What follows belongs to an exercise in optimizing a design on an open flow for small area, a short achievable clock period and few clock cycles; a production flow would make more cautious choices.
Function not checked in this run: the RTL went through the layout flow alone.
Power figures rest on the tool's default switching activity, not on a simulated workload.

--- flow/config.mk ---
export PLATFORM = sky130hd
export DESIGN_NAME = str_sgm_row
export DESIGN_NICKNAME = str_sgm_row
export VERILOG_FILES = /design/flow/design.v
export SDC_FILE = /design/flow/constraint.sdc
export NUM_CORES = 4
export LEC_CHECK = 0
export CAP_MARGIN = 20
export CORE_MARGIN = 2
export CORE_UTILIZATION = 40
export SLEW_MARGIN = 20
--- flow/constraint.sdc ---
create_clock -name core_clock -period 180.0 [get_ports {clk}]
set_input_delay 36.0000 -clock core_clock [delete_from_list [all_inputs] [get_ports {clk}]]
set_output_delay 36.0000 -clock core_clock [all_outputs]
set_load 0.01 [all_outputs]
--- flow/design.v ---
module str_sgm_row (
    input  wire        clk,
    input  wire        rst,
    input  wire        in_valid,
    output wire        in_ready,
    input  wire        in_first,
    input  wire [23:0] in_cl,
    input  wire        in_cl_ok,
    input  wire [23:0] in_cr,
    input  wire        in_cr_ok,
    input  wire [5:0]  cfg_p1,
    input  wire [9:0]  cfg_p2,
    input  wire [7:0]  cfg_conf_min,
    output reg         out_valid,
    input  wire        out_ready,
    output reg  [15:0] out_d16,
    output reg  [7:0]  out_conf
);
    localparam ND   = 16;
    localparam CMAX = 24;
    localparam LW   = 16;
    wire adv = !out_valid || out_ready;
    assign in_ready = adv;
    wire take = in_valid && adv;
    reg        s1_v;
    reg [23:0] s1_cl;
    reg        s1_clok;
    reg        s1_first;
    reg [3:0]  s1_x;         
    reg [5:0]  s1_p1;
    reg [9:0]  s1_p2;
    reg [7:0]  s1_cmin;
    reg [23:0] rc   [0:ND-1];    
    reg        rcok [0:ND-1];
    reg [5:0]  row_p1;
    reg [9:0]  row_p2;
    reg [7:0]  row_cmin;
    reg [3:0]  x_next;
    integer i, j;
    always @(posedge clk) begin
        if (rst) begin
            s1_v <= 1'b0;
        end else if (adv) begin
            s1_v <= in_valid;
        end
        if (take) begin
            s1_cl    <= in_cl;
            s1_clok  <= in_cl_ok;
            s1_first <= in_first;
            rc[0]    <= in_cr;
            rcok[0]  <= in_cr_ok;
            for (i = 1; i < ND; i = i + 1) begin
                rc[i]   <= rc[i-1];
                rcok[i] <= rcok[i-1];
            end
            if (in_first) begin
                row_p1   <= cfg_p1;
                row_p2   <= cfg_p2;
                row_cmin <= cfg_conf_min;
                s1_p1    <= cfg_p1;
                s1_p2    <= cfg_p2;
                s1_cmin  <= cfg_conf_min;
                s1_x     <= 4'd0;
                x_next   <= 4'd1;
            end else begin
                s1_p1    <= row_p1;
                s1_p2    <= row_p2;
                s1_cmin  <= row_cmin;
                s1_x     <= x_next;
                if (x_next != 4'd15)
                    x_next <= x_next + 4'd1;
            end
        end
    end
    reg [5:0]    cost [0:ND-1];
    reg [LW-1:0] L    [0:ND-1];
    reg [LW-1:0] L_new[0:ND-1];
    reg [LW-1:0] m;
    reg [LW-1:0] t;
    reg [23:0]   diff;
    integer d, b;
    always @* begin
        for (d = 0; d < ND; d = d + 1) begin
            diff    = s1_cl ^ rc[d];
            cost[d] = 6'd0;
            for (b = 0; b < 24; b = b + 1)
                cost[d] = cost[d] + {5'd0, diff[b]};
            if (d > s1_x || !s1_clok || !rcok[d])
                cost[d] = CMAX;
        end
        t = {LW{1'b0}};
        m = L[0];
        for (d = 1; d < ND; d = d + 1)
            if (L[d] < m) m = L[d];
        for (d = 0; d < ND; d = d + 1) begin
            if (s1_first) begin
                L_new[d] = {{(LW-6){1'b0}}, cost[d]};
            end else begin
                t = m + {{(LW-10){1'b0}}, s1_p2};
                if (L[d] < t) t = L[d];
                if (d > 0  && L[d-1] + {{(LW-6){1'b0}}, s1_p1} < t) t = L[d-1] + {{(LW-6){1'b0}}, s1_p1};
                if (d < ND-1 && L[d+1] + {{(LW-6){1'b0}}, s1_p1} < t) t = L[d+1] + {{(LW-6){1'b0}}, s1_p1};
                L_new[d] = {{(LW-6){1'b0}}, cost[d]} + t - m;
            end
        end
    end
    reg        s2_v;
    reg        s2_clok;
    reg [3:0]  s2_x;
    reg [7:0]  s2_cmin;
    always @(posedge clk) begin
        if (rst) begin
            s2_v <= 1'b0;
        end else if (adv) begin
            s2_v <= s1_v;
        end
        if (adv && s1_v) begin
            for (j = 0; j < ND; j = j + 1)
                L[j] <= L_new[j];
            s2_clok <= s1_clok;
            s2_x    <= s1_x;
            s2_cmin <= s1_cmin;
        end
    end
    reg [3:0]    dbest;
    reg [LW-1:0] sbest;
    reg [LW-1:0] s2nd;
    reg [LW-1:0] sm, sp;
    reg signed [LW+1:0] num;
    reg [LW+1:0] den;
    reg [LW+1:0] anum;
    reg [LW+6:0] qoff;
    reg signed [5:0] off;
    reg [LW+8:0] cnum;
    reg [LW+8:0] cq;
    reg [7:0]    conf;
    reg [15:0]   d16;
    reg          ok;
    integer      e;
    always @* begin
        dbest = 4'd0;
        sbest = L[0];
        for (e = 1; e < ND; e = e + 1)
            if (L[e] < sbest) begin
                sbest = L[e];
                dbest = e[3:0];
            end
        off = 6'sd0;
        sm  = (dbest != 4'd0)  ? L[dbest - 4'd1] : {LW{1'b0}};
        sp  = (dbest != 4'd15) ? L[dbest + 4'd1] : {LW{1'b0}};
        num = $signed({2'b00, sm}) - $signed({2'b00, sp});
        den = {2'b00, sm} + {2'b00, sp} - {1'b0, sbest, 1'b0};
        anum = num[LW+1] ? -num : num;
        qoff = ({anum, 4'b0000} + {5'd0, den}) / {4'd0, den, 1'b0};
        if (dbest != 4'd0 && dbest != 4'd15 && den != 0)
            off = num[LW+1] ? -$signed(qoff[5:0]) : $signed(qoff[5:0]);
        s2nd = {LW{1'b1}};
        for (e = 0; e < ND; e = e + 1)
            if ((e + 2 <= dbest || e >= dbest + 2) && L[e] < s2nd)
                s2nd = L[e];
        cnum = 254 * (s2nd - sbest);
        cq   = cnum / s2nd;
        if (s2nd == 0)
            conf = 8'd1;
        else
            conf = cq[7:0] + 8'd1;
        d16 = {8'd0, dbest, 4'd0} + {{10{off[5]}}, off};
        ok  = s2_clok && (dbest <= s2_x) && (conf >= s2_cmin);
    end
    always @(posedge clk) begin
        if (rst) begin
            out_valid <= 1'b0;
        end else if (adv) begin
            out_valid <= s2_v;
        end
        if (adv && s2_v) begin
            out_d16  <= ok ? d16  : 16'hFFFF;
            out_conf <= ok ? conf : 8'h00;
        end
    end
endmodule
--- flow/run.sh ---
#!/bin/bash
# synth_recipe.tcl (not shown) runs the flow's synth.tcl, then flattens the netlist and writes it again
# the make line also repeats each setting of config.mk as NAME=value (left out here)
make -C /OpenROAD-flow-scripts/flow DESIGN_CONFIG=/design/flow/config.mk WORK_HOME=/design/flow/orfs CLKGATE_MAP_FILE= SYNTH_SCRIPT=/design/flow/synth_recipe.tcl finish
==> results.py <==
metrics = {
    "critical_path": {
        "required_ns": 180.51,
        "crit_family": "compound AO/OA/AOI/OAI gates",
        "startpoint": "L[0][1]",
        "path_depth": 911,
        "path_common_cell": "a21oi_1",
        "reg2reg_slack_ns": 13.87,
        "cp-end-kind": "flip-flop",
        "crit_type": "reg -> reg",
        "cp.arrival_ns": 166.64,
        "crit_end": "out_conf[3]",
        "worstPathMaxFanout": 56,
        "regToRegEndpoint": "out_conf[3]",
        "r2r-start": "L[0][1]",
        "critPathMaxStageDelay_ns": 0.84,
        "worst-path-buf-inv": 75,
        "slowest_stage": "or3_2",
        "startpoint_type": "flip-flop",
        "ff2ff_path_depth": 844,
    },
    "cts": {
        "cts.sinks": 748,
        "cts_tree": "built",
        "clockBufferDepth": 4,
        "cts-root-buf": "clkbuf_16",
        "h-tree-depth": 3,
        "cts_setup_buffers": 0,
        "clk_pin_slew_worst_paths_ns": 0.06,
        "cts_hold_buf": 0,
        "insertion_delay_ns": 0.92,
        "cts-buffers-inserted": 98,
        "post_cts_resized": 0,
    },
    "detailed_routing": {
        "wire_per_inst_um": 27.5,
        "drt-total-wl_um": 584000,
        "drt_iter0_drc": 13600,
        "ant_nets": 0,
        "vias_per_cell": 5.99,
        "route.vias.total": 127000,
        "drt_first_pass_iters": 10,
        "drc": 0,
    },
    "pwr": {
        "power_density_nw_per_um2": 6270,
        "swShare_pct": 58.4,
        "comb-power_uw": 939000,
        "p_sw_uw": 550000,
        "clock_power_uw": 205,
        "p_seq_uw": 3360,
        "seq_power_share_pct": 0.4,
        "internal-power_uw": 392000,
        "ir_drop_mv": 4.87,
        "top_power_group": "combinational cells",
        "clockPowerShare_pct": 0,
        "combPwrFrac_pct": 99.6,
        "p_total_uw": 942000,
        "leakage_uw": 0.0672,
    },
    "layout": {
        "syn_to_final_growth_pct": 9.03,
        "nNetsFinal": 19500,
        "layout-drive-gt1-share_pct": 7.92,
        "fill_cells": 34200,
        "final_util_pct": 43.8,
        "multi_input_area_um2": 109000,
        "seq_area_um2": 22400,
    },
    "floorplan": {
        "start_util_pct": 40.2,
        "die_area_um2": 349000,
        "fp.dieW_um": 591,
        "ios": 105,
        "core_um2": 343000,
        "dieHeight_um": 591,
        "fp-row-count": 215,
    },
    "worst_hold_path": {
        "hold-path-endpoint": "s2_cmin[0]",
        "min-delay-start": "s1_cmin[0]",
        "hold_class": "reg -> reg",
        "whs_path_depth": 0,
    },
    "global_route": {
        "grt_antenna_before_repair": 41,
        "first_global_vias": 119000,
        "grt_util_all_layers_pct": 32.5,
        "grt_pass1_wl_um": 836000,
        "grt_overflow": 0,
        "grt_max_degree": 133,
    },
    "timing": {
        "rsz0062_at_grt": "no",
        "maxSlewHeadroom_pct": 21.0,
        "fin_crit_ns": 166.13,
        "setup_tns_ns": 0,
        "max_slew.worst_pin.slew_ns": 1.18,
        "fmax_ghz": 0.00602,
        "timing.clock.skew_ns": 0.144,
        "setup_violations": 0,
        "whs_ns": 0.422,
        "maxSlewViolCount": 0,
        "hold_viol_final": 0,
        "fin_ws_ns": 13.87,
        "finalCritPeriodShare_pct": 92.3,
    },
    "flow_run": {
        "maxCapViolCount": 0,
    },
    "placement": {
        "port_buffers": 104,
        "routabilityCongestion": 1.07,
        "detailed_place_hpwl_um": 466000,
        "place_ws_ns": 12.75,
    },
    "synthesis": {
        "synthCells": 16500,
        "yosysUniqueCellTypes": 145,
        "async_flop_share_pct": 0,
        "synth_edf_count": 745,
        "ys_ff_latch": 748,
        "yosys_warnings": 6,
        "synth_ff_type": "edfxtp_1",
        "netlist_area_um2": 138000,
        "ys_seq_area_share_pct": 16.3,
        "postSynthAreaPerCell_um2": 8.37,
    },
    "outcome": {
        "status": "timing/DRC/antenna clean",
    },
}
[placed cells by master, fill, tap and decap left out, drive strengths merged, types with 45 or more instances in the layout]
cell	instances
a211oi	63
a21o	465
a21oi	1705
a221oi	62
a31oi	73
and2	74
and3	116
buf	550
clkbuf	116
clkdlybuf4s50	104
clkinv	45
edfxtp	745
fa	439
ha	2356
inv	1246
mux2	309
mux2i	432
nand2	988
nand2b	380
nand3	224
nand4	198
nor2	1320
nor2b	334
nor3	334
nor4	72
o211ai	52
o21a	319
o21ai	966
o21bai	296
o31ai	126
or2	81
or3	60
xnor2	748
xor2	660
[cells in the mapped netlist (122+ instances only)]
library cell	instances	share of area [%]
a21o_1	464	2.5
a21oi_1	1697	6.2
clkbuf_1	538	1.5
edfxtp_1	745	16
fa_1	439	6.4
ha_1	2356	21
inv_1	1230	3.3
mux2_2	297	2.4
mux2i_1	427	3.1
nand2_1	986	2.7
nand2b_1	380	1.7
nand3_1	224	0.81
nand4_1	197	0.89
nor2_1	1318	3.6
nor2b_1	334	1.5
nor3_1	328	1.2
o21a_1	319	1.7
o21ai_0	928	3.4
o21bai_1	296	1.6
o31ai_1	122	0.66
xnor2_1	747	4.7
xor2_1	657	4.2
[kinds of logic (layout without fill, tap and decap cells)]
kind of cell	after synthesis	count (layout)	share of synthesized area (%)
other	1	17	0.00272
buffers and inverters	1884	2079	5.21
AOI/OAI and AO/OA	4588	4589	20.9
and+or+nand+nor	4286	4286	15.0
DFF	748	748	16.3
muxes	742	742	5.72
adders and majority gates	2808	2808	27.8
xor gates and xnor gates	1408	1408	8.97
[routing by layer]
metal / vias up / part of all wire [%] / global-route usage (%)
li1: 59500 / - / -
met1: 60900 / 43 / 43.5
met2: 5625 / 41 / 48.5
met3: 1203 / 11 / 8.66
met4: 26 / 5.5 / 15.0
met5: - / 0.032 / 0
[stage by stage]
| stage | instance area [um^2] | cells |
|---|---|---|
| floorplan | 138000 | 16500 |
| global placement | 147000 | 21000 |
| detailed placement | 147000 | 21000 |
| CTS | 150000 | 21200 |
| global route | 150000 | 21200 |
| finish | 150000 | 21200 |
[final cells by class]
cell class / count / area share [%]
Antenna cell: 15 / 0.0250
Clock buffer: 116 / 1.68
Clock inverter: 61 / 0.430
Inverter: 1248 / 3.12
Multi-Input combinational cell: 13800 / 72.6
Sequential cell: 748 / 14.9
Tap cell: 4557 / 3.79
Timing Repair Buffer: 654 / 3.46
[flip-flops by register name, indices dropped and copies added, names as in the netlist]
signal and flops:
s1_p1 6, s1_cmin 8, out_conf 8, s2_cmin 8
rc 384, s1_p2 10, s2_x 4, s2_clok 1
L 256, out_d16 10, s1_first 1, s1_clok 1
s1_cl 24, s1_v 1, x_next 4, s2_v 1
s1_x 4, rcok 16, out_valid 1

## static timing again, ports no longer ideal
Ports are ideal in the flow. The routed layout listed here was re-timed in OpenROAD.
Step 1, drivers: a clkbuf_16 drives clk and a buf_2 each remaining input, both assumed.
Step 2 times the ports against the registers' clock, not the clock port: input delays grow and output delays shrink by t, the midpoint of the rising clock arrivals with the driver on.
Slacks: ideal / step 1 / step 2; pairs: ideal / step 1.
shift t [ns]: 0.939
setup WS [ns]: 13.870 / 13.870 / 13.870
worst register clock-pin slew, ns: 0.08 / 0.08
After both steps this run still meets setup and hold. For this run, drivers alone change the setup slack by 0.000 ns; drivers and shift together by 0.000 ns.
